This is an optimization exercise on Yosys and OpenROAD, whose aim is small area, a short achievable clock period and few clock cycles, not a production implementation.
The RTL was checked by simulation tests, not by an equivalence proof against the original design.

## flow/run.sh

```bash
#!/bin/bash
# synth_recipe.tcl (not shown) runs the flow's synth.tcl, then flattens the netlist and writes it again
# the make line also repeats each setting of config.mk as NAME=value (left out here)
make -C /OpenROAD-flow-scripts/flow DESIGN_CONFIG=/design/flow/config.mk WORK_HOME=/design/flow/orfs CLKGATE_MAP_FILE= SYNTH_SCRIPT=/design/flow/synth_recipe.tcl finish
```

## flow/constraint.sdc

```tcl
create_clock -name core_clock -period 30.0 [get_ports {clk}]
set_input_delay 6.0000 -clock core_clock [delete_from_list [all_inputs] [get_ports {clk}]]
set_output_delay 6.0000 -clock core_clock [all_outputs]
set_load 0.01 [all_outputs]
```

## flow/design.v

```verilog
module ftr_fast_score (
    input  wire         clk,
    input  wire         rst,
    input  wire         in_valid,
    input  wire [15:0]  in_center,
    input  wire [255:0] in_ring,       
    input  wire [15:0]  cfg_thresh,
    input  wire         cfg_arc12,     
    output reg          out_valid,
    output reg  [15:0]  out_score
);
    reg         s1_v;
    reg [15:0]  s1_c;
    reg [255:0] s1_ring;
    reg [15:0]  s1_t;
    reg         s1_arc12;
    always @(posedge clk) begin
        if (rst) s1_v <= 1'b0;
        else     s1_v <= in_valid;
        if (in_valid) begin
            s1_c     <= in_center;
            s1_ring  <= in_ring;
            s1_t     <= cfg_thresh;
            s1_arc12 <= cfg_arc12;
        end
    end
    reg [15:0] pix [0:15];
    reg [15:0] bright, dark;
    reg [16:0] hi_lim;
    reg [16:0] lo_lim;        
    reg [16:0] bterm, dterm;
    reg [20:0] bsum, dsum;
    reg        allok;
    reg        barc, darc;
    reg        run_b, run_d;
    reg [20:0] sum;
    reg [15:0] score;
    integer i, s, k;
    always @* begin
        allok  = (s1_c != 16'hFFFF);
        hi_lim = {1'b0, s1_c} + {1'b0, s1_t};
        lo_lim = {1'b0, s1_c} - {1'b0, s1_t};
        bsum   = 21'd0;
        dsum   = 21'd0;
        for (i = 0; i < 16; i = i + 1) begin
            pix[i] = s1_ring[16*i +: 16];
            if (pix[i] == 16'hFFFF) allok = 1'b0;
            bright[i] = ({1'b0, pix[i]} > hi_lim);
            dark[i]   = !lo_lim[16] && (pix[i] < lo_lim[15:0]);
            bterm = {1'b0, pix[i]} - hi_lim;
            dterm = lo_lim - {1'b0, pix[i]};
            if (bright[i]) bsum = bsum + {4'd0, bterm};
            if (dark[i])   dsum = dsum + {4'd0, dterm};
        end
        barc = 1'b0;
        darc = 1'b0;
        for (s = 0; s < 16; s = s + 1) begin
            run_b = 1'b1;
            run_d = 1'b1;
            for (k = 0; k < 12; k = k + 1) begin
                if (k < 9 || s1_arc12) begin
                    run_b = run_b & bright[(s + k) % 16];
                    run_d = run_d & dark[(s + k) % 16];
                end
            end
            barc = barc | run_b;
            darc = darc | run_d;
        end
        if (!allok)
            sum = 21'd0;
        else if (barc)
            sum = bsum;
        else if (darc)
            sum = dsum;
        else
            sum = 21'd0;
        score = (sum > 21'h00FFFF) ? 16'hFFFF : sum[15:0];
    end
    always @(posedge clk) begin
        if (rst) out_valid <= 1'b0;
        else     out_valid <= s1_v;
        if (s1_v)
            out_score <= score;
    end
endmodule
```

## flow/config.mk

```make
export PLATFORM = sky130hd
export DESIGN_NAME = ftr_fast_score
export DESIGN_NICKNAME = ftr_fast_score
export VERILOG_FILES = /design/flow/design.v
export SDC_FILE = /design/flow/constraint.sdc
export NUM_CORES = 4
export LEC_CHECK = 0
export CAP_MARGIN = 20
export CORE_MARGIN = 2
export CORE_UTILIZATION = 40
export SLEW_MARGIN = 20
```

==> results.yml <==
setup_path:
  cp_common_cell: "ha_1"
  rr_startpoint: "s1_c[9]"
  critPathLaunchType: "register"
  cp.arrival_ns: 26.98
  critPathMaxStageDelay_ns: 0.77
  cpMaxStageDelayCell: "nand2_1"
  ff2ff_path_depth: 116
  required_ns: 30.29
  end_kind: "register"
  path_class: "reg -> reg"
  r2r_end: "out_score[4]"
  ff2ff_setup_slack_ns: 3.30
  crit_fanout: 19
floorplan:
  initial_core_util_pct: 40.3
  rows: 153
  die_w_um: 423
  die_area_mm2: 0.179
  io_pins: 309
  die_h_um: 423
  coreArea_mm2: 0.174
layout:
  stdcell_count: 11600
  finish.instance_area_mm2: 0.0778
  drive_gt1_share_pct: 4.90
  area_delta_synth_final_pct: 10.9
  layout.nets: 10900
global_routing:
  grt_max_degree: 105
  grt-ovfl-total: 0
  grt_util_met2_pct: 51.6
  antenna_found_initial: 29
  grt_use_met1_pct: 51.4
  gr-usage-met3_pct: 4.99
  track_usage_pct: 35.2
  grt_pass1_vias: 65400
  busiest_layer: "met2"
  grt_first_pass_wirelength_um: 460000
clocking:
  worst_skew_pair.late_latency_ns: 0.61
  cts_setup_buffers: 0
  cts_root_buf: "clkbuf_16"
  cts_resized: 0
  ctsLongestPathBuffers: 3
  htreeDepth: 2
  cts_buffers: 34
  holdBufCountCts: 0
  cts_tree: "yes"
  clk_pin_slew_ns: 0.07
  cts_sinks: 307
sta:
  slew_headroom_pct: 20.2
  finalSetupViolations: 0
  whs_ns: 0.830
  skew_ns: 0.0309
  final_max_slew_viol_count: 0
  post-route-min-period_ns: 26.70
  hold_violations: 0
  post-route-period-util_pct: 89.0
  tightestPinTransition_ns: 1.19
  fin_setup_tns_ns: 0
  clock.fmax_mhz: 37.5
  rsz0062_at_grt: "false"
worst_hold_path:
  hold_end: "out_score[11]"
  hold_path.class: "reg -> reg"
  whs_path_depth: 0
  hold_start: "s1_v"
synthesis:
  syn_area_mm2: 0.0701
  syn-num-nets: 10600
  synth.area.top_cells: "ha_1 22%, edfxtp_1 13%, xnor2_1 7.7%"
  synth_ff_type: "edfxtp_1"
  yosys_warnings: 2
  ys_async_sr_fraction_pct: 0
  yosysTopAreaCell: "ha_1"
  synth_cells: 8967
  synth_top_area_share_pct: 22.2
  ys_seq_area_share_pct: 13.1
  synthDistinctLibCells: 118
  ys_ff_latch: 307
  synth_most_common_cell: "ha_1"
  synth_edf_count: 305
  synthTopCellsByCount: "1,244 x ha_1, 931 x a21oi_1, 798 x inv_1"
  avgSynthCellArea_um2: 7.82
route:
  viasPerCell: 6.15
  drt_wl_total_um: 328000
  route.detailed.drc: 0
  routed-via-count: 71500
  ant_nets: 0
  routedWlPerCell_um: 28.3
  drt_iter0_markers: 8709
  first_pass_iters: 6
placement:
  place_inst: 11500
  place_area_mm2: 0.0766
  globalplace.congestion: 1.02
  dp_hpwl_um: 275000
  port-buffer-count: 308
status:
  outcome: "complete, no violations"
flow_run:
  maxCapViolations: 0
## final cells by class
cell class,count,area (um2)
tap,2325,2910
antenna,11,27.5
clock inverter,20,264
inverter,801,3010
multi-input combinational,7687,57500
sequential,307,9200
fill,17400,96200
clock buffer,37,883
timing repair buffer,422,3940
## stage by stage
step                      worst slack [ns]  util (%)
after floorplan                       7.43         -
after global placement                3.78      44.0
after detailed placement              3.58      44.0
after CTS                             3.48      44.7
after global routing                  1.67      44.7
final                                 3.30      44.7
## how the worst max path moves through the flow
stage / from / endpoint / slack, ns
CTS: s1_c[9] / out_score[4] / 3.48
global route: s1_c[9] / out_score[13] / 1.67
finish: s1_c[9] / out_score[4] / 3.30
detailed placement: s1_c[9] / out_score[4] / 3.58
global placement: s1_c[9] / out_score[13] / 3.78
floorplan: s1_c[3] / out_score[12] / 7.43
## cell families (layout without fill, tap and decap cells)
| group | Yosys count | after routing | share of synthesized area [%] |
|---|---|---|---|
| simple gates | 2332 | 2332 | 15.9 |
| buf+inv | 973 | 1280 | 5.32 |
| flops | 307 | 307 | 13.1 |
| other cells | 0 | 11 | 0 |
| compound gates | 2930 | 2930 | 26.7 |
| xor+xnor | 929 | 929 | 12.0 |
| fa+ha+maj | 1340 | 1340 | 24.5 |
| mux | 156 | 156 | 2.48 |
## worst max-delay path, delay by kind of cell, from the launching register on
family / cells / cell delay (ns)
adders and majority gates: 17 / 6.11
AOI/OAI and AO/OA: 45 / 10.66
xor gates and xnor gates: 8 / 1.28
buffers and inverters: 8 / 0.87
and+or+nand+nor: 38 / 6.98
DFF: 1 / 0.44
## placed cells by master, fill, tap and decap left out, types with 92 or more instances in the layout
cell type / Yosys / layout
a21oi_1: 931 / 931
nand3_1: 137 / 137
edfxtp_1: 305 / 305
ha_1: 1244 / 1244
clkdlybuf4s50_1: 0 / 307
a31oi_1: 96 / 92
buf_4: 7 / 113
nand2b_1: 103 / 103
xor2_1: 294 / 289
o21bai_1: 237 / 237
nand4_1: 137 / 137
nor2_1: 734 / 730
mux2_2: 113 / 113
nand2_1: 605 / 605
o21a_1: 150 / 149
nor2b_1: 113 / 113
xnor2_1: 615 / 596
a211oi_1: 92 / 92
nor3_1: 142 / 142
a21o_1: 305 / 305
inv_1: 798 / 798
o21ai_0: 547 / 545
## layer usage
layer	up-vias	wire, um
met5	-	7
met4	2	14700
met3	423	30500
met2	3249	135000
met1	34500	149000
li1	33200	-
## registers in the layout (all words and copies together) (netlist names)
| signal | cells |
|---|---|
| out_score | 16 |
| s1_c | 16 |
| out_valid | 1 |
| s1_v | 1 |
| s1_t | 16 |
| s1_arc12 | 1 |
| s1_ring | 256 |
Testbench counts, summed over its fixed seeds: cycles 8,008.

static timing again, ports no longer ideal:
The results above use ideal ports. As a check the final layout listed here was re-extracted and re-timed, cells and wires unchanged.
Step 1 (the two cells are an assumption about what drives the block):
set clk [get_ports {clk}]
set_driving_cell -lib_cell sky130_fd_sc_hd__clkbuf_16 $clk
set_driving_cell -lib_cell sky130_fd_sc_hd__buf_2 [delete_from_list [all_inputs] $clk]
Step 2 adds t to the input delays and takes it off the output delays; t is the mean of the earliest and latest rising clock arrival at the registers after step 1. Input paths then give back, and output paths get back, about the clock's delay inside the block.
Three values: ideal ports, drivers, drivers and shift; two values: the first two.
shift t [ns]: 0.663
setup slack, ns: 3.301 / 3.301 / 3.301
worst setup path after step 2: register to register
clock arrival spread, ns: 0.047 / 0.047
After both steps setup and hold are still met in this run. For this run, drivers alone change the setup slack by 0.000 ns; drivers and shift together by 0.000 ns.
